Context: an optimization exercise on an open-source flow, tuned for small area, a short achievable clock period and few clock cycles. The choices shown serve that exercise and are no tape-out recipe. In this exercise RTL edits were held to simulation tests only and were not proved equivalent to the original.

==> design.v <==
module aes_sbox_hi (
    input  wire [7:0] a,
    output wire [3:0] m       
);
    wire U0 = a[7], U1 = a[6], U2 = a[5], U3 = a[4], U4 = a[3], U5 = a[2], U6 = a[1], U7 = a[0];
    wire T1 = U0 ^ U3;
    wire T2 = U0 ^ U5;
    wire T3 = U0 ^ U6;
    wire T4 = U3 ^ U5;
    wire T5 = U4 ^ U6;
    wire T6 = T1 ^ T5;
    wire T7 = U1 ^ U2;
    wire T8 = U7 ^ T6;
    wire T9 = U7 ^ T7;
    wire T10 = T6 ^ T7;
    wire T11 = U1 ^ U5;
    wire T12 = U2 ^ U5;
    wire T13 = T3 ^ T4;
    wire T14 = T6 ^ T11;
    wire T15 = T5 ^ T11;
    wire T16 = T5 ^ T12;
    wire T17 = T9 ^ T16;
    wire T18 = U3 ^ U7;
    wire T19 = T7 ^ T18;
    wire T20 = T1 ^ T19;
    wire T21 = U6 ^ U7;
    wire T22 = T7 ^ T21;
    wire T23 = T2 ^ T22;
    wire T24 = T2 ^ T10;
    wire T25 = T20 ^ T17;
    wire T26 = T3 ^ T16;
    wire T27 = T1 ^ T12;
    wire M1 = T13 & T6;
    wire M2 = T23 & T8;
    wire M3 = T14 ^ M1;
    wire M4 = T19 & U7;
    wire M5 = M4 ^ M1;
    wire M6 = T3 & T16;
    wire M7 = T22 & T9;
    wire M8 = T26 ^ M6;
    wire M9 = T20 & T17;
    wire M10 = M9 ^ M6;
    wire M11 = T1 & T15;
    wire M12 = T4 & T27;
    wire M13 = M12 ^ M11;
    wire M14 = T2 & T10;
    wire M15 = M14 ^ M11;
    wire M16 = M3 ^ M2;
    wire M17 = M5 ^ T24;
    wire M18 = M8 ^ M7;
    wire M19 = M10 ^ M15;
    wire M20 = M16 ^ M13;
    wire M21 = M17 ^ M15;
    wire M22 = M18 ^ M13;
    wire M23 = M19 ^ T25;
    assign m = {M20, M21, M22, M23};
endmodule
module aes_sbox_inv (
    input  wire [3:0] m,      
    output wire [3:0] v       
);
    wire M20 = m[3], M21 = m[2], M22 = m[1], M23 = m[0];
    wire M24 = M22 ^ M23;
    wire M25 = M22 & M20;
    wire M26 = M21 ^ M25;
    wire M27 = M20 ^ M21;
    wire M28 = M23 ^ M25;
    wire M29 = M28 & M27;
    wire M30 = M26 & M24;
    wire M31 = M20 & M23;
    wire M32 = M27 & M31;
    wire M33 = M27 ^ M25;
    wire M34 = M21 & M22;
    wire M35 = M24 & M34;
    wire M36 = M24 ^ M25;
    wire M37 = M21 ^ M29;
    wire M38 = M32 ^ M33;
    wire M39 = M23 ^ M30;
    wire M40 = M35 ^ M36;
    assign v = {M37, M38, M39, M40};
endmodule
module aes_sbox_lo (
    input  wire [7:0] a,
    input  wire [3:0] v,      
    output wire [7:0] y
);
    wire U0 = a[7], U1 = a[6], U2 = a[5], U3 = a[4], U4 = a[3], U5 = a[2], U6 = a[1], U7 = a[0];
    wire T1 = U0 ^ U3;
    wire T2 = U0 ^ U5;
    wire T3 = U0 ^ U6;
    wire T4 = U3 ^ U5;
    wire T5 = U4 ^ U6;
    wire T6 = T1 ^ T5;
    wire T7 = U1 ^ U2;
    wire T8 = U7 ^ T6;
    wire T9 = U7 ^ T7;
    wire T10 = T6 ^ T7;
    wire T11 = U1 ^ U5;
    wire T12 = U2 ^ U5;
    wire T13 = T3 ^ T4;
    wire T14 = T6 ^ T11;
    wire T15 = T5 ^ T11;
    wire T16 = T5 ^ T12;
    wire T17 = T9 ^ T16;
    wire T18 = U3 ^ U7;
    wire T19 = T7 ^ T18;
    wire T20 = T1 ^ T19;
    wire T21 = U6 ^ U7;
    wire T22 = T7 ^ T21;
    wire T23 = T2 ^ T22;
    wire T24 = T2 ^ T10;
    wire T25 = T20 ^ T17;
    wire T26 = T3 ^ T16;
    wire T27 = T1 ^ T12;
    wire M37 = v[3], M38 = v[2], M39 = v[1], M40 = v[0];
    wire M41 = M38 ^ M40;
    wire M42 = M37 ^ M39;
    wire M43 = M37 ^ M38;
    wire M44 = M39 ^ M40;
    wire M45 = M42 ^ M41;
    wire M46 = M44 & T6;
    wire M47 = M40 & T8;
    wire M48 = M39 & U7;
    wire M49 = M43 & T16;
    wire M50 = M38 & T9;
    wire M51 = M37 & T17;
    wire M52 = M42 & T15;
    wire M53 = M45 & T27;
    wire M54 = M41 & T10;
    wire M55 = M44 & T13;
    wire M56 = M40 & T23;
    wire M57 = M39 & T19;
    wire M58 = M43 & T3;
    wire M59 = M38 & T22;
    wire M60 = M37 & T20;
    wire M61 = M42 & T1;
    wire M62 = M45 & T4;
    wire M63 = M41 & T2;
    wire L0 = M61 ^ M62;
    wire L1 = M50 ^ M56;
    wire L2 = M46 ^ M48;
    wire L3 = M47 ^ M55;
    wire L4 = M54 ^ M58;
    wire L5 = M49 ^ M61;
    wire L6 = M62 ^ L5;
    wire L7 = M46 ^ L3;
    wire L8 = M51 ^ M59;
    wire L9 = M52 ^ M53;
    wire L10 = M53 ^ L4;
    wire L11 = M60 ^ L2;
    wire L12 = M48 ^ M51;
    wire L13 = M50 ^ L0;
    wire L14 = M52 ^ M61;
    wire L15 = M55 ^ L1;
    wire L16 = M56 ^ L0;
    wire L17 = M57 ^ L1;
    wire L18 = M58 ^ L8;
    wire L19 = M63 ^ L4;
    wire L20 = L0 ^ L1;
    wire L21 = L1 ^ L7;
    wire L22 = L3 ^ L12;
    wire L23 = L18 ^ L2;
    wire L24 = L15 ^ L9;
    wire L25 = L6 ^ L10;
    wire L26 = L7 ^ L9;
    wire L27 = L8 ^ L10;
    wire L28 = L11 ^ L14;
    wire L29 = L11 ^ L17;
    assign y[7] = L6 ^ L24;
    assign y[6] = ~(L16 ^ L26);
    assign y[5] = ~(L19 ^ L28);
    assign y[4] = L6 ^ L21;
    assign y[3] = L20 ^ L22;
    assign y[2] = L25 ^ L29;
    assign y[1] = ~(L13 ^ L27);
    assign y[0] = ~(L6 ^ L23);
endmodule
module aes_sbox (
    input  wire [7:0] a,
    output wire [7:0] y
);
    wire [3:0] m, v;
    aes_sbox_hi  u_hi  (.a(a), .m(m));
    aes_sbox_inv u_inv (.m(m), .v(v));
    aes_sbox_lo  u_lo  (.a(a), .v(v), .y(y));
endmodule
module aes_lane (
    input  wire         clk,
    input  wire         load,
    input  wire [127:0] pin,
    input  wire [127:0] rk,
    output wire [127:0] ks
);
    reg [127:0] sS;
    reg [127:0] uR;
    reg [63:0]  mR;
    function [7:0] xtime(input [7:0] b);
        xtime = {b[6:0], 1'b0} ^ (b[7] ? 8'h1b : 8'h00);
    endfunction
    wire [127:0] mc;
    genvar gi;
    generate
        for (gi = 0; gi < 4; gi = gi + 1) begin : g_mix
            wire [7:0] a0 = sS[127-32*gi -: 8];
            wire [7:0] a1 = sS[119-32*gi -: 8];
            wire [7:0] a2 = sS[111-32*gi -: 8];
            wire [7:0] a3 = sS[103-32*gi -: 8];
            assign mc[127-32*gi -: 8] = xtime(a0) ^ xtime(a1) ^ a1 ^ a2 ^ a3;
            assign mc[119-32*gi -: 8] = a0 ^ xtime(a1) ^ xtime(a2) ^ a2 ^ a3;
            assign mc[111-32*gi -: 8] = a0 ^ a1 ^ xtime(a2) ^ xtime(a3) ^ a3;
            assign mc[103-32*gi -: 8] = xtime(a0) ^ a0 ^ a1 ^ a2 ^ xtime(a3);
        end
    endgenerate
    wire [127:0] u = (load ? pin : mc) ^ rk;
    wire [63:0] mid;
    wire [127:0] sb;
    generate
        for (gi = 0; gi < 16; gi = gi + 1) begin : g_sb
            wire [3:0] v;
            aes_sbox_hi  u_hi  (.a(u[127-8*gi -: 8]), .m(mid[63-4*gi -: 4]));
            aes_sbox_inv u_inv (.m(mR[63-4*gi -: 4]), .v(v));
            aes_sbox_lo  u_lo  (.a(uR[127-8*gi -: 8]), .v(v), .y(sb[127-8*gi -: 8]));
        end
    endgenerate
    wire [127:0] sr;
    generate
        for (gi = 0; gi < 16; gi = gi + 1) begin : g_shift
            localparam integer R = gi % 4;
            localparam integer C = gi / 4;
            localparam integer SRC = 4 * ((C + R) % 4) + R;
            assign sr[127-8*gi -: 8] = sb[127-8*SRC -: 8];
        end
    endgenerate
    always @(posedge clk) begin
        uR <= u;
        mR <= mid;
        sS <= sr;
    end
    assign ks = sS ^ rk;
endmodule
module aes_keysched (
    input  wire         clk,
    input  wire         load,       
    input  wire [255:0] key,
    input  wire         adv,        
    input  wire         mode256,
    input  wire [3:0]   step,       
    output wire [127:0] rk
);
    reg [255:0] win;    
    reg [31:0]  gR;     
    reg [15:0]  gV;     
    reg [7:0]   rcR;    
    assign rk = win[255:128];
    wire [31:0] last_w   = mode256 ? win[31:0] : win[159:128];
    wire        sub_only = mode256 & step[0];
    wire [3:0]  rc_idx   = mode256 ? {1'b0, step[3:1]} : step;
    reg  [7:0]  rcon;
    always @(*) begin
        case (rc_idx)
            4'd0: rcon = 8'h01;
            4'd1: rcon = 8'h02;
            4'd2: rcon = 8'h04;
            4'd3: rcon = 8'h08;
            4'd4: rcon = 8'h10;
            4'd5: rcon = 8'h20;
            4'd6: rcon = 8'h40;
            4'd7: rcon = 8'h80;
            4'd8: rcon = 8'h1b;
            4'd9: rcon = 8'h36;
            default: rcon = 8'h00;
        endcase
    end
    wire [31:0] g_in = sub_only ? last_w : {last_w[23:0], last_w[31:24]};
    wire [15:0] g_v;
    wire [31:0] g_sub;
    genvar gi;
    generate
        for (gi = 0; gi < 4; gi = gi + 1) begin : g_ks
            wire [3:0] m;
            aes_sbox_hi  u_hi  (.a(g_in[31-8*gi -: 8]), .m(m));
            aes_sbox_inv u_inv (.m(m), .v(g_v[15-4*gi -: 4]));
            aes_sbox_lo  u_lo  (.a(gR[31-8*gi -: 8]), .v(gV[15-4*gi -: 4]),
                                .y(g_sub[31-8*gi -: 8]));
        end
    endgenerate
    wire [31:0] g_out = g_sub ^ {rcR, 24'h0};
    wire [31:0] nw0 = win[255:224] ^ g_out;
    wire [31:0] nw1 = win[223:192] ^ nw0;
    wire [31:0] nw2 = win[191:160] ^ nw1;
    wire [31:0] nw3 = win[159:128] ^ nw2;
    wire [127:0] new_words = {nw0, nw1, nw2, nw3};
    always @(posedge clk) begin
        gR  <= g_in;
        gV  <= g_v;
        rcR <= sub_only ? 8'h00 : rcon;
        if (load)
            win <= key;
        else if (adv)
            win <= mode256 ? {win[127:0], new_words} : {new_words, win[127:0]};
    end
endmodule
module ghash_mul #(
    parameter integer D = 16
) (
    input  wire [127:0] z,
    input  wire [127:0] x,
    input  wire [127:0] h,
    output reg  [127:0] z_next
);
    localparam [127:0] R = {8'he1, 120'h0};
    reg [127:0] t;
    integer i;
    always @(*) begin
        z_next = z;
        for (i = 0; i < D; i = i + 1)
            z_next = z_next[0] ? ((z_next >> 1) ^ R) : (z_next >> 1);
        t = h;
        for (i = D - 1; i >= 0; i = i - 1) begin
            if (x[i])
                z_next = z_next ^ t;
            t = t[0] ? ((t >> 1) ^ R) : (t >> 1);
        end
    end
endmodule
module anvil_gcm (
    input  wire         clk,
    input  wire         rst,
    input  wire         start,
    input  wire [255:0] key,
    input  wire         key_256,
    input  wire [95:0]  iv,
    input  wire         decrypt,
    output reg          idle,
    input  wire         in_valid,
    output reg          in_ready,
    input  wire [127:0] in_data,
    input  wire         in_aad,
    input  wire [4:0]   in_bytes,
    input  wire         in_last,
    output reg          out_valid,
    output reg  [127:0] out_data,
    output reg          tag_valid,
    output wire [127:0] tag
);
    localparam integer BATCH = 30;      
    localparam integer GSTEPS = 8;      
    reg [255:0] key_r;
    reg         k256_r;
    reg [95:0]  iv_r;
    reg         dec_r;
    reg [127:0] h_r;
    reg [127:0] ej0_r;
    reg [13:0]  len_a;           
    reg [13:0]  len_c;           
    wire acc_start = start & idle;
    wire acc_in    = in_valid & in_ready;
    reg  [4:0]  bc;              
    reg         batch0;          
    reg  [10:0] cb;              
    reg         pushed_a;        
    wire [4:0]  l0     = k256_r ? 5'd0 : 5'd8;           
    wire        ld_a   = (bc == l0);
    wire        ld_b   = (bc == l0 + 5'd1);
    wire [4:0]  rel    = bc - l0;
    wire [3:0]  kstep  = rel[4:1];
    wire        k_adv  = bc[0] & (bc > l0) & (bc < 5'd28);
    wire        k_load = acc_start | (bc == 5'd29) | (~k256_r & (bc == 5'd7));
    wire [255:0] ks_key = acc_start ? key : key_r;
    wire         ks_mode = acc_start ? key_256 : k256_r;
    wire [127:0] rk;
    aes_keysched u_ks (
        .clk(clk), .load(k_load), .key(ks_key), .adv(k_adv & ~acc_start),
        .mode256(ks_mode), .step(kstep), .rk(rk)
    );
    wire [10:0] c_a0 = cb;
    wire [10:0] c_a1 = cb + 11'd1;
    wire [10:0] c_b0 = cb + 11'd2;
    wire [10:0] c_b1 = cb + 11'd3;
    wire [127:0] p0 = ld_a ? (batch0 ? 128'h0 : {iv_r, 21'h0, c_a0}) : {iv_r, 21'h0, c_b0};
    wire [127:0] p1 = ld_a ? {iv_r, 21'h0, c_a1} : {iv_r, 21'h0, c_b1};
    wire [127:0] ks0, ks1;
    aes_lane u_lane0 (.clk(clk), .load(ld_a | ld_b), .pin(p0), .rk(rk), .ks(ks0));
    aes_lane u_lane1 (.clk(clk), .load(ld_a | ld_b), .pin(p1), .rk(rk), .ks(ks1));
    reg [127:0] f0, f1, f2, f3;
    reg [1:0]   rp;              
    reg         wp;              
    reg [2:0]   cnt;             
    reg [127:0] head;
    always @(*) begin
        case (rp)
            2'd0: head = f0;
            2'd1: head = f1;
            2'd2: head = f2;
            default: head = f3;
        endcase
    end
    wire pop     = acc_in & ~in_aad;
    wire [2:0] cnt_left = cnt - {2'b0, pop};
    wire room    = (cnt_left <= 3'd2);
    wire push_a  = (bc == 5'd28) & ~batch0 & room;
    wire push_b  = (bc == 5'd29) & (batch0 | pushed_a) & room;
    wire push    = push_a | push_b;
    reg  [127:0] z;
    reg  [127:0] x;
    reg  [3:0]   gcnt;           
    reg          first;          
    reg          fin;            
    reg          lenph;          
    reg          hready;
    wire [127:0] z_next;
    ghash_mul #(.D(16)) u_gh (.z(z), .x(x), .h(h_r), .z_next(z_next));
    reg [127:0] in_mask;
    integer b;
    always @(*) begin
        for (b = 0; b < 16; b = b + 1)
            in_mask[127-8*b -: 8] = (b < in_bytes) ? 8'hff : 8'h00;
    end
    wire [127:0] text_out = (in_data ^ head) & in_mask;
    wire [127:0] gh_in    = (in_aad | dec_r) ? (in_data & in_mask) : text_out;
    wire         g_last   = (gcnt == 4'd1);
    wire [127:0] s_cur    = first ? 128'h0 : (g_last ? z_next : z);
    wire [13:0]  len_a_n  = len_a + {9'h0, in_bytes};
    wire [13:0]  len_c_n  = len_c + {9'h0, in_bytes};
    wire [127:0] len_blk  = {47'h0, len_a, 3'b000, 47'h0, len_c, 3'b000};
    assign tag = z;
    reg [3:0] gcnt_n;
    reg       fin_n, lenph_n, open_n, hready_n;
    reg [2:0] cnt_n;
    reg       open;              
    always @(*) begin
        if (acc_in)
            gcnt_n = GSTEPS[3:0];
        else if (g_last & fin)
            gcnt_n = GSTEPS[3:0];
        else if (gcnt != 4'd0)
            gcnt_n = gcnt - 4'd1;
        else
            gcnt_n = 4'd0;
        fin_n   = acc_in ? in_last : ((g_last & fin) ? 1'b0 : fin);
        lenph_n = (g_last & fin) ? 1'b1 : ((g_last & lenph) ? 1'b0 : lenph);
        open_n  = acc_start ? 1'b1 : ((acc_in & in_last) ? 1'b0 : open);
        hready_n = acc_start ? 1'b0 : (hready | (batch0 & (bc == 5'd28)));
        if (acc_start)
            cnt_n = 3'd0;
        else
            cnt_n = cnt_left + (push ? 3'd2 : 3'd0);
    end
    always @(posedge clk) begin
        if (rst) begin
            idle      <= 1'b1;
            in_ready  <= 1'b0;
            out_valid <= 1'b0;
            tag_valid <= 1'b0;
            open      <= 1'b0;
            hready    <= 1'b0;
            gcnt      <= 4'd0;
            fin       <= 1'b0;
            lenph     <= 1'b0;
            first     <= 1'b0;
            cnt       <= 3'd0;
            rp        <= 2'd0;
            wp        <= 1'b0;
            bc        <= 5'd0;
            batch0    <= 1'b0;
            len_a     <= 14'd0;
            len_c     <= 14'd0;
        end else begin
            out_valid <= 1'b0;
            tag_valid <= 1'b0;
            open   <= open_n;
            hready <= hready_n;
            gcnt   <= gcnt_n;
            fin    <= fin_n;
            lenph  <= lenph_n;
            cnt    <= cnt_n;
            in_ready <= open_n & ~(acc_in & in_last) & hready_n & (gcnt_n <= 4'd1)
                        & ~fin_n & ~lenph_n & (cnt_n != 3'd0);
            if (acc_start) begin
                idle    <= 1'b0;
                first   <= 1'b1;
                rp      <= 2'd0;
                wp      <= 1'b0;
                bc      <= 5'd0;
                batch0  <= 1'b1;
                cb      <= 11'd0;
            end else begin
                if (acc_in & in_last)
                    idle <= 1'b1;
                bc <= (bc == BATCH - 1) ? 5'd0 : bc + 5'd1;
                if (bc == 5'd28)
                    pushed_a <= push_a;
                if (bc == 5'd29) begin
                    batch0 <= 1'b0;
                    cb <= cb + (batch0 ? 11'd2 : 11'd0) + (pushed_a ? 11'd2 : 11'd0)
                             + (push_b ? 11'd2 : 11'd0);
                end
                if (push)
                    wp <= ~wp;
                if (pop)
                    rp <= rp + 2'd1;
            end
            if (acc_in) begin
                x     <= s_cur ^ gh_in;
                z     <= 128'h0;
                first <= 1'b0;
                if (in_aad)
                    len_a <= len_a_n;
                else
                    len_c <= len_c_n;
            end else if (g_last & fin) begin
                x     <= z_next ^ len_blk;
                z     <= 128'h0;
                len_a <= 14'd0;
                len_c <= 14'd0;
            end else if (g_last & lenph) begin
                z         <= z_next ^ ej0_r;
                tag_valid <= 1'b1;
            end else if (gcnt != 4'd0) begin
                z <= z_next;
                x <= {16'h0, x[127:16]};
            end
            if (pop) begin
                out_valid <= 1'b1;
            end
        end
    end
    always @(posedge clk) begin
        if (acc_start) begin
            key_r  <= key;
            k256_r <= key_256;
            iv_r   <= iv;
            dec_r  <= decrypt;
        end
        if (batch0 & (bc == 5'd28)) begin
            h_r   <= ks0;
            ej0_r <= ks1;
        end
        if (pop)
            out_data <= text_out;
        if (push & ~wp) begin
            f0 <= ks0;
            f1 <= ks1;
        end
        if (push & wp) begin
            f2 <= ks0;
            f3 <= ks1;
        end
    end
endmodule
==> run.sh <==
#!/bin/bash
# synth_recipe.tcl (not shown) runs the flow's synth.tcl, then flattens the netlist and writes it again
# the make line also repeats each setting of config.mk as NAME=value (left out here)
make -C /OpenROAD-flow-scripts/flow DESIGN_CONFIG=/design/flow/config.mk WORK_HOME=/design/flow/orfs CLKGATE_MAP_FILE= SYNTH_SCRIPT=/design/flow/synth_recipe.tcl finish
==> constraint.sdc <==
create_clock -name core_clock -period 12.0 [get_ports {clk}]
set_input_delay 2.4000 -clock core_clock [delete_from_list [all_inputs] [get_ports {clk}]]
set_output_delay 2.4000 -clock core_clock [all_outputs]
set_load 0.01 [all_outputs]
==> config.mk <==
export PLATFORM = sky130hd
export DESIGN_NAME = anvil_gcm
export DESIGN_NICKNAME = anvil_gcm
export VERILOG_FILES = /design/flow/design.v
export SDC_FILE = /design/flow/constraint.sdc
export NUM_CORES = 8
export LEC_CHECK = 0
export CAP_MARGIN = 20
export CORE_MARGIN = 2
export CORE_UTILIZATION = 30
export SLEW_MARGIN = 20
==> results of run 1 <==
cell families (layout without fill, tap and decap cells):
family,after synthesis,count (layout)
compound gates,3096,3096
xor+xnor,6848,6848
fa+ha+maj,108,108
buf+inv,1914,1999
flops,2523,2523
mux,300,300
other cells,0,48
simple gates,6555,6555
per-stage QoR:
step / cells / hold slack [ns] / setup TNS (ns)
final: 29827 / 0.448 / 0
after global routing: 29799 / 0.464 / 0
after CTS: 29776 / 0.448 / 0
after detailed placement: 29237 / 0.433 / 0
after global placement: 29234 / 0.427 / 0
after floorplan: 21344 / 0.414 / -380.64
worst register-to-register path, delay by kind of cell, from the launching register on:
kind | cells | cell delay, ns
buf+inv | 5 | 2.65
xor+xnor | 7 | 1.97
fa+ha+maj | 2 | 0.72
simple gates | 1 | 0.54
mux | 1 | 0.36
flops | 1 | 0.31
compound gates | 1 | 0.17
layout by cell type (no fill, tap or decap), types with 70 or more instances in the layout:
| master | netlist | final |
|---|---|---|
| a211oi_1 | 92 | 88 |
| xnor2_1 | 4580 | 4580 |
| o21ai_0 | 973 | 961 |
| a222oi_1 | 128 | 128 |
| xnor3_1 | 221 | 221 |
| dfxtp_1 | 1006 | 1004 |
| o22ai_1 | 151 | 151 |
| clkdlybuf4s50_1 | 0 | 750 |
| nand2b_1 | 152 | 152 |
| clkbuf_1 | 1331 | 75 |
| nand3_1 | 207 | 206 |
| a31oi_1 | 103 | 100 |
| xor2_1 | 1899 | 1886 |
| edfxtp_1 | 1517 | 1517 |
| ha_1 | 101 | 98 |
| nor2b_1 | 113 | 112 |
| a21oi_1 | 854 | 847 |
| o221ai_1 | 87 | 87 |
| nor2_1 | 1386 | 1380 |
| buf_4 | 21 | 324 |
| or3_1 | 148 | 148 |
| nand2_1 | 4153 | 4146 |
| and3_1 | 72 | 70 |
| o211ai_1 | 90 | 90 |
| mux2i_1 | 229 | 229 |
| clkbuf_16 | 0 | 303 |
| nor3_1 | 152 | 150 |
| inv_1 | 339 | 337 |
path summary, 6_finish.rpt:
| kind | start | to | slack (ns) | cells past startpoint |
|---|---|---|---|---|
| hold reg to reg | key_r[99] | key_r[99] | 0.45 | 2 |
| setup reg to reg | bc[1] | u_lane1.mR[26] | 5.16 | 17 |
| hold / removal | key_r[99] | key_r[99] | 0.45 | 2 |
| setup / recovery | key_256 | u_ks.gV[4] | 4.73 | 18 |
routing by layer:
metal,track usage,up-vias
li1,-,70158
met1,0.323,75958
met2,0.357,8913
met3,0.0588,1560
met4,0.113,8
met5,0,-
final cells by class:
cell class,count,area share
multi-input cells,16907,0.542
flip-flops and latches,2523,0.307
well taps,8350,0.0489
repair buffers,1100,0.0486
clock buffers,396,0.0379
clock inverters,143,0.00840
inverters,360,0.00641
diodes,48,0.000562
==> reports/metrics.yaml, run 1 <==
first_pass_iters: 9
wl_met1_um: 321000
grt-ovfl-total: 0
yosysTopAreaCellShare: 0.242
ant_nets: 0
cp_slowest_stage_delay_ns: 0.73
hold_violations: 0
post-route-worst-setup-slack_ns: 4.73
synthAdderAreaFrac: 0.00729
final_nets: 21785
top_regs: "key_r: 256 flops, u_ks.win: 256 flops"
muxShareOfSynthArea: 0.0165
setup_viol: 0
path_buf_inv: 4
post-route-drc-count: 0
h-tree-depth: 5
synth-edff-count: 1517
tightest_slew_ns: 1.30
area_delta_synth_final_pct: 13.4
final_layout_size_suffix_gt1_frac: 0.0519
vias: 156597
max_freq_mhz: 137
post_drt_wl_per_cell_um: 26.7
clk_pin_slew_ns: 0.06
rsz0062_at_grt: "false"
hpwl_um: 614000
critPathLaunchType: "primary input"
routed.top_layer: "met5"
first_global_vias: 142915
yosys_warnings: 4
cts_buffers: 295
relSlewSlack: 0.132
synth_nets: 21942
post-synth-top-count-cell: "xnor2_1"
multi_input_area_mm2: 0.116
min_period_ns: 7.27
core_mm2: 0.627
grt_pass1_wl_um: 1100000
synth_ff_type: "edfxtp_1"
gp_congestion: 0.963
cts_root_buf: "clkbuf_16"
synth-simple-area-share: 0.143
cts_buffer_depth: 4
regArea_mm2: 0.0657
synth_area_mm2: 0.189
row_count: 291
chipHeight_um: 797
drt_iter0_drc: 22720
cp_top_family: "buffers and inverters"
status: "no timing/DRC/antenna violations"
synth_xor_area_frac: 0.343
synthesis.instances: 21344
ys_seq_area_frac: 0.348
via_per_inst: 5.25
clk_latency_ns: 1.00
synth_seq_cells: 2523
layout_worst_path_cycle_share: 0.606
synth_top_family_by_area: "XOR/XNOR gates"
postCtsSetupBuffers: 0
io_pins: 753
start_util: 0.301
cts.sinks: 2523
synth.distinct_cells: 117
wl_met3_um: 93500
die_x_um: 797
synth_commonest_cells: "xnor2_1 (4580), nand2_1 (4153), xor2_1 (1899), edfxtp_1 (1517), nor2_1 (1386)"
synth_top_cell_by_area: "edfxtp_1"
crit_type: "primary input to flop"
antenna_found_initial: 145
worstPathCellList: "clkdlybuf4s50_1, nand3_1, a21boi_4, buf_12, inv_4, buf_4, mux2_2, xnor2_1, and2_1, or3_1, nand2_1, ha_1, xor2_1, xnor2_1, xnor2_1, nand2_1, nand2_1, a22oi_1"
die_area_mm2: 0.635
critPathSlowestCell: "clkdlybuf4s50_1"
hold_class: "flop to flop"
cts-resized-gates: 0
place_ws_ns: 3.85
yosys-top-cells-area: "edfxtp_1 (24%), xnor2_1 (21%), dfxtp_1 (11%)"
synth_compound_area_frac: 0.103
hold_buffers: 0
fillers: 64119
cp.arrival_ns: 8.13
drt-total-wl_um: 797000
final_util: 0.341
fin_area_mm2: 0.214
grt_max_degree: 186
path_max_fanout: 180
grtUsageTotal: 0.239
syn_area_per_cell_um2: 8.83
cts_tree: "yes"
placed_area_mm2: 0.204
max_cap_violations: 0
synthArstFlopShare: 0
portBuffers: 752
endpoint_kind: "flop"
required_ns: 12.85
slew_viol_final: 0
wl_met2_um: 337000
finClkSkew_ns: 0.106
Testbench counts, summed over its fixed seeds: cycles 63,043.
==> run 2: changes to the inputs <==
--- a/design.v
+++ b/design.v
@@ -286,8 +286,7 @@
     endgenerate
-    wire [31:0] g_out = g_sub ^ {rcR, 24'h0};
-    wire [31:0] nw0 = win[255:224] ^ g_out;
-    wire [31:0] nw1 = win[223:192] ^ nw0;
-    wire [31:0] nw2 = win[191:160] ^ nw1;
-    wire [31:0] nw3 = win[159:128] ^ nw2;
-    wire [127:0] new_words = {nw0, nw1, nw2, nw3};
+    wire [31:0] q0 = win[255:224] ^ {rcR, 24'h0};
+    wire [31:0] q1 = q0 ^ win[223:192];
+    wire [31:0] q2 = q1 ^ win[191:160];
+    wire [31:0] q3 = q2 ^ win[159:128];
+    wire [127:0] new_words = {q0 ^ g_sub, q1 ^ g_sub, q2 ^ g_sub, q3 ^ g_sub};
     always @(posedge clk) begin
@@ -303,22 +302,55 @@
 module ghash_mul #(
-    parameter integer D = 16
+    parameter integer NCOPY = 4
 ) (
-    input  wire [127:0] z,
-    input  wire [127:0] x,
-    input  wire [127:0] h,
-    output reg  [127:0] z_next
+    input  wire [127:0]          z,
+    input  wire [16*NCOPY-1:0]   dg,
+    input  wire [127:0]          h,
+    output reg  [127:0]          z_next
 );
-    localparam [127:0] R = {8'he1, 120'h0};
-    reg [127:0] t;
-    integer i;
+    function [6:0] cm4(input [3:0] a, input [3:0] b);
+        integer i;
+        begin
+            cm4 = 7'h0;
+            for (i = 0; i < 4; i = i + 1)
+                if (a[i]) cm4 = cm4 ^ ({3'b0, b} << i);
+        end
+    endfunction
+    function [14:0] km8(input [7:0] a, input [7:0] b);
+        reg [6:0] l, u, m;
+        begin
+            l = cm4(a[3:0], b[3:0]);
+            u = cm4(a[7:4], b[7:4]);
+            m = cm4(a[3:0] ^ a[7:4], b[3:0] ^ b[7:4]) ^ l ^ u;
+            km8 = {8'b0, l} ^ ({8'b0, m} << 4) ^ ({8'b0, u} << 8);
+        end
+    endfunction
+    function [30:0] km16(input [15:0] a, input [15:0] b);
+        reg [14:0] l, u, m;
+        begin
+            l = km8(a[7:0], b[7:0]);
+            u = km8(a[15:8], b[15:8]);
+            m = km8(a[7:0] ^ a[15:8], b[7:0] ^ b[15:8]) ^ l ^ u;
+            km16 = {16'b0, l} ^ ({16'b0, m} << 8) ^ ({16'b0, u} << 16);
+        end
+    endfunction
+    reg [127:0] hp, zp, r;
+    reg [15:0]  dp;
+    reg [143:0] t;
+    integer k, c;
     always @(*) begin
-        z_next = z;
-        for (i = 0; i < D; i = i + 1)
-            z_next = z_next[0] ? ((z_next >> 1) ^ R) : (z_next >> 1);
-        t = h;
-        for (i = D - 1; i >= 0; i = i - 1) begin
-            if (x[i])
-                z_next = z_next ^ t;
-            t = t[0] ? ((t >> 1) ^ R) : (t >> 1);
+        for (k = 0; k < 128; k = k + 1) begin
+            hp[k] = h[127-k];
+            zp[k] = z[127-k];
+        end
+        t = {zp, 16'b0};
+        for (c = 0; c < 8; c = c + 1) begin
+            for (k = 0; k < 16; k = k + 1)
+                dp[k] = dg[16*((c*NCOPY)/8) + 15 - k];
+            t = t ^ ({113'b0, km16(dp, hp[16*c +: 16])} << (16*c));
         end
+        r = t[127:0];
+        for (k = 128; k < 144; k = k + 1)
+            if (t[k]) r = r ^ (128'h87 << (k - 128));
+        for (k = 0; k < 128; k = k + 1)
+            z_next[k] = r[127-k];
     end
@@ -360,18 +392,17 @@
     reg  [10:0] cb;              
-    reg         pushed_a;        
-    wire [4:0]  l0     = k256_r ? 5'd0 : 5'd8;           
-    wire        ld_a   = (bc == l0);
-    wire        ld_b   = (bc == l0 + 5'd1);
-    wire [4:0]  rel    = bc - l0;
-    wire [3:0]  kstep  = rel[4:1];
-    wire        k_adv  = bc[0] & (bc > l0) & (bc < 5'd28);
-    wire        k_load = acc_start | (bc == 5'd29) | (~k256_r & (bc == 5'd7));
-    wire [255:0] ks_key = acc_start ? key : key_r;
-    wire         ks_mode = acc_start ? key_256 : k256_r;
+    reg         ld_a;            
+    reg         ld0, ld1;        
+    reg         at28, at29;      
+    reg         k_adv;           
+    reg         k_ld;            
+    reg  [3:0]  kstep;           
+    wire [4:0]  bc_n   = (acc_start | (bc == BATCH - 1)) ? 5'd0 : bc + 5'd1;
+    wire        k256_n = acc_start ? key_256 : k256_r;
+    wire [4:0]  l0_n   = k256_n ? 5'd0 : 5'd8;           
+    wire [4:0]  rel_n  = bc_n - l0_n;
     wire [127:0] rk;
     aes_keysched u_ks (
-        .clk(clk), .load(k_load), .key(ks_key), .adv(k_adv & ~acc_start),
-        .mode256(ks_mode), .step(kstep), .rk(rk)
+        .clk(clk), .load(acc_start | k_ld), .key(acc_start ? key : key_r),
+        .adv(k_adv & ~acc_start), .mode256(k256_r), .step(kstep), .rk(rk)
     );
-    wire [10:0] c_a0 = cb;
     wire [10:0] c_a1 = cb + 11'd1;
@@ -379,7 +410,7 @@
     wire [10:0] c_b1 = cb + 11'd3;
-    wire [127:0] p0 = ld_a ? (batch0 ? 128'h0 : {iv_r, 21'h0, c_a0}) : {iv_r, 21'h0, c_b0};
+    wire [127:0] p0 = ld_a ? (batch0 ? 128'h0 : {iv_r, 21'h0, cb}) : {iv_r, 21'h0, c_b0};
     wire [127:0] p1 = ld_a ? {iv_r, 21'h0, c_a1} : {iv_r, 21'h0, c_b1};
     wire [127:0] ks0, ks1;
-    aes_lane u_lane0 (.clk(clk), .load(ld_a | ld_b), .pin(p0), .rk(rk), .ks(ks0));
-    aes_lane u_lane1 (.clk(clk), .load(ld_a | ld_b), .pin(p1), .rk(rk), .ks(ks1));
+    aes_lane u_lane0 (.clk(clk), .load(ld0), .pin(p0), .rk(rk), .ks(ks0));
+    aes_lane u_lane1 (.clk(clk), .load(ld1), .pin(p1), .rk(rk), .ks(ks1));
     reg [127:0] f0, f1, f2, f3;
@@ -388,2 +419,4 @@
     reg [2:0]   cnt;             
+    reg         push_a, push_b;  
+    reg         pushed_a;        
     reg [127:0] head;
@@ -397,11 +430,11 @@
     end
-    wire pop     = acc_in & ~in_aad;
-    wire [2:0] cnt_left = cnt - {2'b0, pop};
-    wire room    = (cnt_left <= 3'd2);
-    wire push_a  = (bc == 5'd28) & ~batch0 & room;
-    wire push_b  = (bc == 5'd29) & (batch0 | pushed_a) & room;
-    wire push    = push_a | push_b;
+    wire       pop   = acc_in & ~in_aad;
+    wire       push  = push_a | push_b;
+    wire [2:0] cnt_n = acc_start ? 3'd0 : (cnt - {2'b0, pop} + (push ? 3'd2 : 3'd0));
+    wire       batch0_n = acc_start | (batch0 & ~at29);
     reg  [127:0] z;
     reg  [127:0] x;
+    reg  [63:0]  dg;             
     reg  [3:0]   gcnt;           
+    reg          zfirst;         
     reg          first;          
@@ -410,4 +443,7 @@
     reg          hready;
+    reg          open;           
     wire [127:0] z_next;
-    ghash_mul #(.D(16)) u_gh (.z(z), .x(x), .h(h_r), .z_next(z_next));
+    ghash_mul #(.NCOPY(4)) u_gh (
+        .z(zfirst ? 128'h0 : z), .dg(dg), .h(h_r), .z_next(z_next)
+    );
     reg [127:0] in_mask;
@@ -425,2 +461,4 @@
     wire [127:0] len_blk  = {47'h0, len_a, 3'b000, 47'h0, len_c, 3'b000};
+    wire         ld_len   = g_last & fin;
+    wire [127:0] x_ld     = in_ready ? (s_cur ^ gh_in) : (z_next ^ len_blk);
     assign tag = z;
@@ -428,8 +466,4 @@
     reg       fin_n, lenph_n, open_n, hready_n;
-    reg [2:0] cnt_n;
-    reg       open;              
     always @(*) begin
-        if (acc_in)
-            gcnt_n = GSTEPS[3:0];
-        else if (g_last & fin)
+        if (acc_in | ld_len)
             gcnt_n = GSTEPS[3:0];
@@ -439,10 +473,6 @@
             gcnt_n = 4'd0;
-        fin_n   = acc_in ? in_last : ((g_last & fin) ? 1'b0 : fin);
-        lenph_n = (g_last & fin) ? 1'b1 : ((g_last & lenph) ? 1'b0 : lenph);
-        open_n  = acc_start ? 1'b1 : ((acc_in & in_last) ? 1'b0 : open);
-        hready_n = acc_start ? 1'b0 : (hready | (batch0 & (bc == 5'd28)));
-        if (acc_start)
-            cnt_n = 3'd0;
-        else
-            cnt_n = cnt_left + (push ? 3'd2 : 3'd0);
+        fin_n    = acc_in ? in_last : (ld_len ? 1'b0 : fin);
+        lenph_n  = ld_len ? 1'b1 : ((g_last & lenph) ? 1'b0 : lenph);
+        open_n   = acc_start ? 1'b1 : ((acc_in & in_last) ? 1'b0 : open);
+        hready_n = acc_start ? 1'b0 : (hready | (batch0 & at28));
     end
@@ -465,2 +495,4 @@
             batch0    <= 1'b0;
+            push_a    <= 1'b0;
+            push_b    <= 1'b0;
             len_a     <= 14'd0;
@@ -468,4 +500,4 @@
         end else begin
-            out_valid <= 1'b0;
-            tag_valid <= 1'b0;
+            out_valid <= pop;
+            tag_valid <= g_last & lenph;
             open   <= open_n;
@@ -476,23 +508,23 @@
             cnt    <= cnt_n;
-            in_ready <= open_n & ~(acc_in & in_last) & hready_n & (gcnt_n <= 4'd1)
-                        & ~fin_n & ~lenph_n & (cnt_n != 3'd0);
+            batch0 <= batch0_n;
+            bc     <= bc_n;
+            in_ready <= open_n & hready_n & (gcnt_n <= 4'd1) & ~fin_n & ~lenph_n
+                        & (cnt_n != 3'd0);
+            push_a <= ~acc_start & (bc_n == 5'd28) & ~batch0_n & (cnt_n <= 3'd2);
+            push_b <= ~acc_start & (bc_n == 5'd29) & (batch0_n | push_a) &
+                      (cnt_n <= 3'd2);
+            if (acc_start)
+                idle <= 1'b0;
+            else if (acc_in & in_last)
+                idle <= 1'b1;
             if (acc_start) begin
-                idle    <= 1'b0;
-                first   <= 1'b1;
-                rp      <= 2'd0;
-                wp      <= 1'b0;
-                bc      <= 5'd0;
-                batch0  <= 1'b1;
-                cb      <= 11'd0;
+                rp <= 2'd0;
+                wp <= 1'b0;
+                cb <= 11'd0;
             end else begin
-                if (acc_in & in_last)
-                    idle <= 1'b1;
-                bc <= (bc == BATCH - 1) ? 5'd0 : bc + 5'd1;
-                if (bc == 5'd28)
+                if (at28)
                     pushed_a <= push_a;
-                if (bc == 5'd29) begin
-                    batch0 <= 1'b0;
+                if (at29)
                     cb <= cb + (batch0 ? 11'd2 : 11'd0) + (pushed_a ? 11'd2 : 11'd0)
                              + (push_b ? 11'd2 : 11'd0);
-                end
                 if (push)
@@ -502,6 +534,7 @@
             end
-            if (acc_in) begin
-                x     <= s_cur ^ gh_in;
-                z     <= 128'h0;
+            if (acc_start)
+                first <= 1'b1;
+            else if (acc_in)
                 first <= 1'b0;
+            if (acc_in) begin
                 if (in_aad)
@@ -510,16 +543,5 @@
                     len_c <= len_c_n;
-            end else if (g_last & fin) begin
-                x     <= z_next ^ len_blk;
-                z     <= 128'h0;
+            end else if (ld_len) begin
                 len_a <= 14'd0;
                 len_c <= 14'd0;
-            end else if (g_last & lenph) begin
-                z         <= z_next ^ ej0_r;
-                tag_valid <= 1'b1;
-            end else if (gcnt != 4'd0) begin
-                z <= z_next;
-                x <= {16'h0, x[127:16]};
-            end
-            if (pop) begin
-                out_valid <= 1'b1;
             end
@@ -528,2 +550,10 @@
     always @(posedge clk) begin
+        ld_a  <= (bc_n == l0_n);
+        ld0   <= (bc_n == l0_n) | (bc_n == l0_n + 5'd1);
+        ld1   <= (bc_n == l0_n) | (bc_n == l0_n + 5'd1);
+        at28  <= (bc_n == 5'd28);
+        at29  <= (bc_n == 5'd29);
+        k_adv <= bc_n[0] & (bc_n > l0_n) & (bc_n < 5'd28);
+        k_ld  <= (bc_n == 5'd29) | (~k256_n & (bc_n == 5'd7));
+        kstep <= rel_n[4:1];
         if (acc_start) begin
@@ -534,3 +564,3 @@
         end
-        if (batch0 & (bc == 5'd28)) begin
+        if (batch0 & at28) begin
             h_r   <= ks0;
@@ -538,3 +568,3 @@
         end
-        if (pop)
+        if (in_ready)
             out_data <= text_out;
@@ -548,2 +578,12 @@
         end
+        zfirst <= acc_in | ld_len;
+        if (in_ready | ld_len) begin
+            x  <= x_ld;
+            dg <= {4{x_ld[15:0]}};
+        end else if (gcnt != 4'd0) begin
+            x  <= {16'h0, x[127:16]};
+            dg <= {4{x[31:16]}};
+        end
+        if (gcnt != 4'd0)
+            z <= (g_last & lenph) ? (z_next ^ ej0_r) : z_next;
     end
==> flow/run.sh (new file) <==
#!/bin/bash
set -euo pipefail
bash standard.sh SETUP_SLACK_MARGIN=8 finish > standard.log 2>&1
==> standard.sh (new file) <==
#!/bin/bash
# synth_recipe.tcl (not shown) runs the flow's synth.tcl, then flattens the netlist and writes it again
# the make line also repeats each setting of config.mk as NAME=value (left out here)
make -C /OpenROAD-flow-scripts/flow DESIGN_CONFIG=/design/flow/config.mk WORK_HOME=/design/flow/orfs CLKGATE_MAP_FILE= SYNTH_SCRIPT=/design/flow/synth_recipe.tcl "${@:-finish}"
removed: run.sh
==> reports/metrics.yaml, run 2 <==
status: "complete, but fails checks"  # was no timing/DRC/antenna violations
so_faults: "antenna rules"
core_mm2: 0.620  # was 0.627 mm^2
cts_root_buf: "clkbuf_16"  # unchanged
multi_input_area_mm2: 0.117  # was 0.116 mm^2
first_global_vias: 139117  # was 142915
synth_top_family_by_area: "XOR/XNOR gates"  # unchanged
grtUsageTotal: 0.252  # was 0.239
wl_met3_um: 102000  # was 93500 um
area_delta_synth_final_pct: 17.3  # was 13.4%
synth-edff-count: 1517  # unchanged
vias: 153438  # was 156597
regToRegStartpoint: "dg[54]"  # was bc[1]
critPathSlowestCell: "edfxtp_1"  # was clkdlybuf4s50_1
chipHeight_um: 793  # was 797 um
max_freq_mhz: 237  # was 137 MHz
synth_ff_type: "edfxtp_1"  # unchanged
final_layout_size_suffix_gt1_frac: 0.106  # was 0.0519
synth_area_mm2: 0.187  # was 0.189 mm^2
row_count: 289  # was 291
cts_tree: "yes"  # unchanged
post-synth-top-count-cell: "xnor2_1"  # unchanged
cts_buffers: 296  # was 295
clk_pin_slew_ns: 0.06  # about the same
synth_seq_cells: 2536  # was 2523
fin_area_mm2: 0.219  # was 0.214 mm^2
tightest_slew_ns: 1.29  # was 1.30 ns
fin_setup_tns_ns: 0  # unchanged
post_drt_wl_per_cell_um: 29.1  # was 26.7 um
synth-simple-area-share: 0.132  # was 0.143
ff2ff_setup_slack_ns: 7.92  # was 5.16 ns
final_common_cell: "xnor2_1"  # unchanged
mostFrequentLayoutCells: "xnor2_1 (3533), nand2_1 (2637), nor2_1 (1934)"  # was xnor2_1 (4580), nand2_1 (4146), xor2_1 (1886)
final_nets: 20769  # was 21785
cts.sinks: 2536  # was 2523
via_per_inst: 5.34  # was 5.25
gp_congestion: 1.02  # was 0.963
synth_nets: 20434  # was 21942
whs_ns: 0.448  # about the same
first_pass_iters: 11  # was 9
start_util: 0.301  # about the same
synth_compound_area_frac: 0.105  # was 0.103
worstPathCellList: "buf_6"  # was clkdlybuf4s50_1, nand3_1, a21boi_4, buf_12, inv_4, buf_4, mux2_2, xnor2_1, and2_1, or3_1, nand2_1, ha_1, xor2_1, xnor2_1, xnor2_1, nand2_1, nand2_1, a22oi_1
synth_top_cell_by_area: "edfxtp_1"  # unchanged
io_pins: 753  # unchanged
drt_iter0_drc: 21981  # was 22720
antenna_found_initial: 114  # was 145
max_cap_violations: 0  # unchanged
hold_buffers: 0  # unchanged
wl_met2_um: 353000  # was 337000 um
synthArstFlopShare: 0  # unchanged
slew_viol_final: 0  # unchanged
finClkSkew_ns: 0.132  # was 0.106 ns
layout_worst_path_cycle_share: 0.352  # was 0.606
wl_met1_um: 321000  # about the same
fillers: 62408  # was 64119
path_buf_inv: 1  # was 4
min_period_ns: 4.22  # was 7.27 ns
yosys-top-cells-area: "edfxtp_1 (24%), xnor2_1 (17%), dfxtp_1 (11%)"  # was edfxtp_1 (24%), xnor2_1 (21%), dfxtp_1 (11%)
required_ns: 9.60  # was 12.85 ns
muxShareOfSynthArea: 0.0205  # was 0.0165
hpwl_um: 641000  # was 614000 um
post-route-drc-count: 0  # unchanged
endpoint_kind: "output port"  # was flop
grt_pass1_wl_um: 1120000  # was 1100000 um
hold_violations: 0  # unchanged
crit_cells: 1  # was 18
synth_commonest_cells: "xnor2_1 (3678), nand2_1 (2644), nor2_1 (1951), xor2_1 (1758), edfxtp_1 (1517)"  # was xnor2_1 (4580), nand2_1 (4153), xor2_1 (1899), edfxtp_1 (1517), nor2_1 (1386)
cp.arrival_ns: 1.82  # was 8.13 ns
cp-endpoint: "tag[88]"  # was u_ks.gV[4]
crit_type: "flop to output port"  # was primary input to flop
crit_path_start: "z[88]"  # was key_256
regArea_mm2: 0.0661  # was 0.0657 mm^2
ys_seq_area_frac: 0.353  # was 0.348
syn_area_per_cell_um2: 9.41  # was 8.83 um^2
clk_latency_ns: 1.07  # was 1.00 ns
cts_buffer_depth: 4  # unchanged
relSlewSlack: 0.137  # was 0.132
r2r_cells: 12  # was 17
synthAdderAreaFrac: 0.00769  # was 0.00729
ant_nets: 1  # was 0
critPathLaunchType: "flop"  # was primary input
path_max_fanout: 2  # was 180
grt-ovfl-total: 0  # unchanged
placed_area_mm2: 0.202  # was 0.204 mm^2
rsz0062_at_grt: "true"  # was false
setup_viol: 0  # unchanged
portBuffers: 752  # unchanged
cp_slowest_stage_delay_ns: 0.55  # was 0.73 ns
h-tree-depth: 5  # unchanged
synth.distinct_cells: 117  # unchanged
hold_class: "flop to flop"  # unchanged
grt_max_degree: 131  # was 186
die_x_um: 793  # was 797 um
hold_path_depth: 2  # unchanged
final_util: 0.353  # was 0.341
drt-total-wl_um: 836000  # was 797000 um
synthesis.instances: 19837  # was 21344
top_regs: "key_r: 256 flops, u_ks.win: 256 flops"  # unchanged
routed.top_layer: "met5"  # unchanged
synth_xor_area_frac: 0.344  # was 0.343
die_area_mm2: 0.628  # was 0.635 mm^2
reg2reg_to: "x[72]"  # was u_lane1.mR[26]
cp_top_family: "flip-flops"  # was buffers and inverters
yosys_warnings: 4  # unchanged
yosysTopAreaCellShare: 0.244  # was 0.242
## run 2: how the worst min path moves through the flow
stage | from | end | slack [ns]
after CTS | key_r[234] | key_r[234] | 0.45
after global routing | key_r[250] | key_r[250] | 0.46
after global placement | key_r[210] | key_r[210] | 0.43
final | key_r[102] | key_r[102] | 0.45
after detailed placement | key_r[204] | key_r[204] | 0.43
after floorplan | key_r[169] | key_r[169] | 0.42
## run 2: logic make-up (layout without fill, tap and decap cells)
logic type	count (synthesis)	in the layout
DFF	2536	2536
AOI/OAI and AO/OA	3085	3085
other	0	50
adders and majority gates	114	114
and+or+nand+nor	5829	5837
muxes	356	356
buffers and inverters	1711	2277
xor gates and xnor gates	6206	6207
## run 2: metal layers
metal / vias to the layer above / track usage
met5: - / 0
met3: 1872 / 0.0691
met2: 9334 / 0.376
met4: 24 / 0.144
li1: 67380 / -
met1: 74828 / 0.327
## run 2: stage by stage
stage,setup slack [ns],std cells
after floorplan,7.35,19837
after global placement,5.23,27806
after detailed placement,5.21,27811
after CTS,7.74,28605
after global routing,7.79,28721
final,7.78,28755
## run 2: timing repair
| item | 4_1_cts | 5_1_grt |
|---|---|---|
| buffers inserted | 241 | 86 |
| cloned | 15 | 9 |
| setup endpoints to repair | 1287 | 659 |
| gates resized for setup | 1695 | 311 |
| hold endpoints to repair | 0 | 0 |
| pin swaps | 27 | 23 |
## run 2: final cells by class
class	count	area share
multi-input combinational	15599	0.535
sequential	2536	0.302
inverter	337	0.00601
antenna	50	0.000571
clock inverter	143	0.00842
timing repair inverter	3	0.000120
tap	8293	0.0474
timing repair buffer	1399	0.0634
clock buffer	395	0.0372
Testbench counts of run 2, summed over its fixed seeds: cycles 63,521.
==> run 3: changes to the inputs <==
==> run.sh (new file) <==
#!/bin/bash
# synth_recipe.tcl (not shown) runs the flow's synth.tcl, then flattens the netlist and writes it again
# the make line also repeats each setting of config.mk as NAME=value (left out here)
make -C /OpenROAD-flow-scripts/flow DESIGN_CONFIG=/design/flow/config.mk WORK_HOME=/design/flow/orfs CLKGATE_MAP_FILE= SYNTH_SCRIPT=/design/flow/synth_recipe.tcl finish
removed: flow/run.sh
removed: standard.sh
==> reports/metrics.yaml, run 3 <==
finClkSkew_ns: 0.127  # was 0.132 ns
post-synth-top-count-cell: "xnor2_1"  # unchanged
yosys_warnings: 4  # unchanged
portBuffers: 752  # unchanged
first_pass_iters: 8  # was 11
cts_root_buf: "clkbuf_16"  # unchanged
clk_pin_slew_ns: 0.06  # about the same
synth_nets: 20434  # unchanged
first_global_vias: 137426  # was 139117
start_util: 0.301  # unchanged
cts_buffers: 307  # was 296
die_x_um: 793  # unchanged
hold_buffers: 0  # unchanged
chipHeight_um: 793  # unchanged
final_nets: 20435  # was 20769
cp.arrival_ns: 6.22  # was 1.82 ns
relSlewSlack: 0.0965  # was 0.137
h-tree-depth: 5  # unchanged
synth_top_cell_by_area: "edfxtp_1"  # unchanged
area_delta_synth_final_pct: 13.8  # was 17.3%
post-route-worst-setup-slack_ns: 6.37  # was 7.78 ns
io_pins: 753  # unchanged
final_layout_size_suffix_gt1_frac: 0.0605  # was 0.106
syn_area_per_cell_um2: 9.41  # unchanged
cts-resized-gates: 0  # was 1695
ant_nets: 0  # was 1
setup_viol: 0  # unchanged
layout_worst_path_cycle_share: 0.469  # was 0.352
final_common_cell: "xnor2_1"  # unchanged
yosys-top-cells-area: "edfxtp_1 (24%), xnor2_1 (17%), dfxtp_1 (11%)"  # unchanged
required_ns: 12.59  # was 9.60 ns
hold_class: "flop to flop"  # unchanged
endpoint_kind: "flop"  # was output port
clk_latency_ns: 1.04  # was 1.07 ns
path_max_fanout: 91  # was 2
rsz0062_at_grt: "false"  # was true
vias: 150459  # was 153438
synth_seq_cells: 2536  # unchanged
status: "no timing/DRC/antenna violations"  # was complete, but fails checks
via_per_inst: 5.29  # was 5.34
core_mm2: 0.620  # unchanged
grt_pass1_wl_um: 1110000  # was 1120000 um
place_ws_ns: 5.38  # was 5.21 ns
synthArstFlopShare: 0  # unchanged
antenna_found_initial: 119  # was 114
hpwl_um: 648000  # was 641000 um
critPathLaunchType: "primary input"  # was flop
max_freq_mhz: 178  # was 237 MHz
synth_commonest_cells: "xnor2_1 (3678), nand2_1 (2644), nor2_1 (1951), xor2_1 (1758), edfxtp_1 (1517)"  # unchanged
ys_seq_area_frac: 0.353  # unchanged
grtUsageTotal: 0.249  # was 0.252
cts_tree: "yes"  # unchanged
grt-ovfl-total: 0  # unchanged
min_period_ns: 5.63  # was 4.22 ns
tightest_slew_ns: 1.34  # was 1.29 ns
synth_area_mm2: 0.187  # unchanged
cts_buffer_depth: 4  # unchanged
top_regs: "key_r: 256 flops, u_ks.win: 256 flops"  # unchanged
hold_violations: 0  # unchanged
row_count: 289  # unchanged
slew_viol_final: 0  # unchanged
gp_congestion: 1.01  # was 1.02
postCtsSetupBuffers: 0  # was 241
synth.distinct_cells: 117  # unchanged
fin_setup_tns_ns: 0  # unchanged
cts.sinks: 2536  # unchanged
synth_ff_type: "edfxtp_1"  # unchanged
drt-total-wl_um: 818000  # was 836000 um
post-route-drc-count: 0  # unchanged
drt_iter0_drc: 21017  # was 21981
post_drt_wl_per_cell_um: 28.8  # was 29.1 um
synth-edff-count: 1517  # unchanged
grt_max_degree: 182  # was 131
die_area_mm2: 0.628  # unchanged
yosysTopAreaCellShare: 0.244  # unchanged
crit_type: "primary input to flop"  # was flop to output port
synthesis.instances: 19837  # unchanged
mostFrequentLayoutCells: "xnor2_1 (3659), nand2_1 (2638), nor2_1 (1942)"  # was xnor2_1 (3533), nand2_1 (2637), nor2_1 (1934)
max_cap_violations: 0  # unchanged
run 3: cell types whose count changed in the layout (fill, tap and decap cells not counted), moves of 92 or more:
cell / change
clkdlybuf4s50_1: +264
buf_4: -166
buf_6: -157
buf_2: -132
xnor2_1: +126
xnor2_2: -95
buf_12: -92
run 3: final timing paths:
kind | from | endpoint | slack [ns] | depth (start not counted)
worst max-delay path | start | u_ks.win[217] | 6.37 | 6
worst min-delay path | key_r[26] | key_r[26] | 0.45 | 2
worst min register to register | key_r[26] | key_r[26] | 0.45 | 2
worst max register to register | dg[50] | x[120] | 6.54 | 13
run 3: stage by stage:
stage	utilization	hold WS (ns)	cells	instance area (um^2)
floorplan	-	0.417	19837	187000
global placement	0.326	0.427	27813	202000
detailed placement	0.326	0.434	27816	202000
CTS	0.342	0.447	28371	212000
global route	0.343	0.456	28388	212000
finish	0.343	0.447	28430	212000
run 3: cell type report:
class	instances	area, um^2
repair buffers	1066	10000
multi-input cells	15590	114000
diodes	53	133
clock buffers	401	8430
clock inverters	154	1900
fillers	62967	407000
flip-flops and latches	2536	66000
inverters	337	1290
well taps	8293	10400
run 3: layer usage:
metal	up-vias	global-route usage	part of all wire	routed length (um)
li1	66680	-	-	-
met1	73420	0.329	0.40	324000
met2	8724	0.370	0.42	346000
met3	1613	0.0599	0.11	91100
met4	22	0.140	0.069	56500
met5	-	0	0.00018	150
run 3: critical path, stage by stage:
cell	delay, ns
clkdlybuf4s50_1	0.54
nand2_4	0.29
inv_8	0.67
or3_4	0.68
buf_4	0.77
buf_4	0.71
run 3: cell families after synthesis:
kind of cell | count (synthesis) | synth area share
adders and majority gates | 114 | 0.00769
AOI/OAI and AO/OA | 3085 | 0.105
buffers and inverters | 1711 | 0.0368
and+or+nand+nor | 5829 | 0.132
DFF | 2536 | 0.353
xor gates and xnor gates | 6206 | 0.344
muxes | 356 | 0.0205
==> run 4: changes to the inputs <==
--- a/design.v
+++ b/design.v
@@ -377,3 +377,3 @@
 );
-    localparam integer BATCH = 30;      
+    localparam integer BATCH = 32;      
     localparam integer GSTEPS = 8;      
@@ -404,4 +404,4 @@
     aes_keysched u_ks (
-        .clk(clk), .load(acc_start | k_ld), .key(acc_start ? key : key_r),
-        .adv(k_adv & ~acc_start), .mode256(k256_r), .step(kstep), .rk(rk)
+        .clk(clk), .load(idle | k_ld), .key(idle ? key : key_r),
+        .adv(k_adv), .mode256(k256_r), .step(kstep), .rk(rk)
     );
@@ -556,5 +556,5 @@
         k_adv <= bc_n[0] & (bc_n > l0_n) & (bc_n < 5'd28);
-        k_ld  <= (bc_n == 5'd29) | (~k256_n & (bc_n == 5'd7));
+        k_ld  <= (bc_n == BATCH - 1) | (~k256_n & (bc_n == 5'd7));
         kstep <= rel_n[4:1];
-        if (acc_start) begin
+        if (idle) begin
             key_r  <= key;
==> flow/run.sh (new file) <==
#!/bin/bash
set -euo pipefail
bash standard.sh SETUP_SLACK_MARGIN=8 MAX_REPAIR_ANTENNAS_ITER_DRT=10 finish > standard.log 2>&1
==> standard.sh (new file) <==
#!/bin/bash
# synth_recipe.tcl (not shown) runs the flow's synth.tcl, then flattens the netlist and writes it again
# the make line also repeats each setting of config.mk as NAME=value (left out here)
make -C /OpenROAD-flow-scripts/flow DESIGN_CONFIG=/design/flow/config.mk WORK_HOME=/design/flow/orfs CLKGATE_MAP_FILE= SYNTH_SCRIPT=/design/flow/synth_recipe.tcl "${@:-finish}"
--- a/config.mk
+++ b/config.mk
@@ -9,3 +9,3 @@
 export CORE_MARGIN = 2
-export CORE_UTILIZATION = 30
+export CORE_UTILIZATION = 45
 export SLEW_MARGIN = 20
removed: run.sh
==> reports/metrics.yaml, run 4 <==
vias: 145846  # was 150459
top_regs: "key_r: 256 flops, u_ks.win: 256 flops"  # unchanged
synth_commonest_cells: "xnor2_1 (3615), nand2_1 (1890), nor2_1 (1877), xor2_1 (1806), edfxtp_1 (1518)"  # was xnor2_1 (3678), nand2_1 (2644), nor2_1 (1951), xor2_1 (1758), edfxtp_1 (1517)
cts.sinks: 2536  # unchanged
die_area_mm2: 0.417  # was 0.628 mm^2
cts_buffers: 294  # was 307
synth_area_mm2: 0.185  # was 0.187 mm^2
max_freq_mhz: 238  # was 178 MHz
setup_viol: 0  # unchanged
cts_tree: "yes"  # unchanged
fin_setup_tns_ns: 0  # unchanged
ff2ff_setup_slack_ns: 7.96  # was 6.54 ns
antenna_found_initial: 68  # was 119
post_drt_wl_per_cell_um: 29.5  # was 28.8 um
yosysTopAreaCellShare: 0.246  # was 0.244
rsz0062_at_grt: "true"  # was false
cts_root_buf: "clkbuf_16"  # unchanged
h-tree-depth: 5  # unchanged
core_mm2: 0.410  # was 0.620 mm^2
synth_ff_type: "edfxtp_1"  # unchanged
drt_iter0_drc: 19478  # was 21017
hpwl_um: 564000  # was 648000 um
cp_slowest_stage_delay_ns: 0.61  # was 0.77 ns
crit_type: "flop to output port"  # was primary input to flop
row_count: 235  # was 289
grt-ovfl-total: 0  # unchanged
ant_nets: 0  # unchanged
hold_buffers: 0  # unchanged
status: "no timing/DRC/antenna violations"  # unchanged
portBuffers: 752  # unchanged
gp_congestion: 1.01  # about the same
critPathSlowestCell: "edfxtp_1"  # was buf_4
grt_max_degree: 153  # was 182
chipHeight_um: 645  # was 793 um
post-synth-top-count-cell: "xnor2_1"  # unchanged
clk_pin_slew_ns: 0.06  # about the same
synthArstFlopShare: 0  # unchanged
ys_seq_area_frac: 0.356  # was 0.353
grtUsageTotal: 0.340  # was 0.249
slew_viol_final: 0  # unchanged
fin_cells: 25122  # was 28430
mostFrequentLayoutCells: "xnor2_1 (3471), nand2_1 (1886), nor2_1 (1865)"  # was xnor2_1 (3659), nand2_1 (2638), nor2_1 (1942)
tightest_slew_ns: 1.34  # about the same
worstPathCellList: "buf_2"  # was clkdlybuf4s50_1, nand2_4, inv_8, or3_4, buf_4, buf_4
via_per_inst: 5.81  # was 5.29
final_layout_size_suffix_gt1_frac: 0.114  # was 0.0605
path_max_fanout: 3  # was 91
start_util: 0.452  # was 0.301
dp.cells: 24218  # was 27816
first_pass_iters: 10  # was 8
path_buf_inv: 1  # was 4
yosys-top-cells-area: "edfxtp_1 (25%), xnor2_1 (17%), dfxtp_1 (11%)"  # was edfxtp_1 (24%), xnor2_1 (17%), dfxtp_1 (11%)
critPathLaunchType: "flop"  # was primary input
die_x_um: 645  # was 793 um
final_nets: 19976  # was 20435
synth_top_cell_by_area: "edfxtp_1"  # unchanged
synth_nets: 19655  # was 20434
cp.arrival_ns: 1.80  # was 6.22 ns
min_period_ns: 4.20  # was 5.63 ns
required_ns: 9.60  # was 12.59 ns
drt-total-wl_um: 740000  # was 818000 um
synth.distinct_cells: 111  # was 117
synth-edff-count: 1518  # was 1517
final_common_cell: "xnor2_1"  # unchanged
grt_pass1_wl_um: 1010000  # was 1110000 um
cts_buffer_depth: 4  # unchanged
layout_worst_path_cycle_share: 0.350  # was 0.469
clk_latency_ns: 0.97  # was 1.04 ns
syn_area_per_cell_um2: 9.72  # was 9.41 um^2
finClkSkew_ns: 0.0844  # was 0.127 ns
synth_seq_cells: 2536  # unchanged
relSlewSlack: 0.102  # was 0.0965
io_pins: 753  # unchanged
endpoint_kind: "output port"  # was flop
hold_violations: 0  # unchanged
hold_class: "flop to flop"  # unchanged
synthesis.instances: 19058  # was 19837
post-route-drc-count: 0  # unchanged
area_delta_synth_final_pct: 15.0  # was 13.8%
first_global_vias: 133225  # was 137426
max_cap_violations: 0  # unchanged
yosys_warnings: 4  # unchanged
cp_top_family: "flip-flops"  # was buffers and inverters
run 4: cell types whose count changed in the layout (fill, tap and decap cells not counted), sizes merged, moves of 72 or more:
cell,delta
a21oi,-72
buf,+480
clkdlybuf4s50,-261
mux2,+231
nand2,-753
nor2,-74
xnor2,-83
run 4: final timing paths:
path              start          to  cells after the start
max reg2reg    in_ready      x[112]                     10
min reg2reg  key_r[124]  key_r[124]                      2
min          key_r[124]  key_r[124]                      2
max               z[52]     tag[52]                      1
run 4: cells by family after synthesis:
logic type                 synth area share
AOI/OAI and AO/OA                     0.107
xor gates and xnor gates              0.347
adders and majority gates           0.00758
buffers and inverters                0.0358
DFF                                   0.356
muxes                                0.0322
and+or+nand+nor                       0.114
run 4: timing repair:
| item | in CTS | in global routing |
|---|---|---|
| pin swaps | 13 | 30 |
| resized for setup | 1304 | 304 |
| setup endpoints to repair | 871 | 373 |
| gates cloned | 6 | 9 |
| buffers inserted | 223 | 73 |
run 4: area by class of cell:
class | count | area [um^2]
diodes | 56 | 140
flip-flops and latches | 2536 | 66000
repair buffers | 1368 | 13000
multi-input cells | 14842 | 116000
inverters | 337 | 1300
well taps | 5451 | 6820
clock inverters | 149 | 1660
clock buffers | 383 | 8170
fillers | 36895 | 197000
run 4: layer usage:
| metal | wire (um) | up-vias | track usage |
|---|---|---|---|
| met2 | 312000 | 8310 | 0.503 |
| met3 | 82200 | 1711 | 0.0800 |
| met1 | 287000 | 70579 | 0.444 |
| li1 | - | 65218 | - |
| met5 | 172 | - | 0 |
| met4 | 59200 | 28 | 0.220 |
run 4: per-stage QoR:
stage | area, um^2 | util | hold WS, ns | setup WS, ns
finish | 213000 | 0.520 | 0.463 | 7.80
global route | 213000 | 0.520 | 0.486 | 7.82
CTS | 210000 | 0.513 | 0.458 | 7.85
detailed placement | 197000 | 0.481 | 0.446 | 6.26
global placement | 197000 | 0.481 | 0.439 | 6.26
floorplan | 185000 | - | 0.430 | 7.35
Testbench counts of run 4, summed over its fixed seeds: cycles 62,200.

-- port drivers added, routing unchanged --
No port has a modelled driver above. Below, the same layouts with a new extraction and two added sets of constraints. Step 1: set_driving_cell puts a clkbuf_16 on clk and a buf_2 on each other input, an assumption about the parent block. Step 2 times the ports against the registers' clock, not the clock port: input delays grow and output delays shrink by t, the midpoint of the rising clock arrivals with the driver on. a / b / c = no drivers / after step 1 / after step 2; a / b = the first two.
| run | shift t [ns] | slack for setup (ns) | worst setup path after step 2 | clock arrival spread, ns | cell pins on the clock port's net |
|---|---|---|---|---|---|
| run 1 | 1.088 | 4.727 / 4.834 / 3.746 | input to register | 0.118 / 0.118 | 1 |
| run 2 | 1.134 | 7.776 / 7.641 / 6.917 | input to register | 0.133 / 0.132 | 1 |
| run 3 | 1.117 | 6.368 / 6.468 / 5.350 | input to register | 0.148 / 0.149 | 1 |
| run 4 | 1.047 | 7.796 / 7.673 / 7.033 | input to register | 0.096 / 0.096 | 1 |
The setup slack of run 3, which loses most, moves by +0.100 ns with the drivers and by -1.018 ns with both steps.
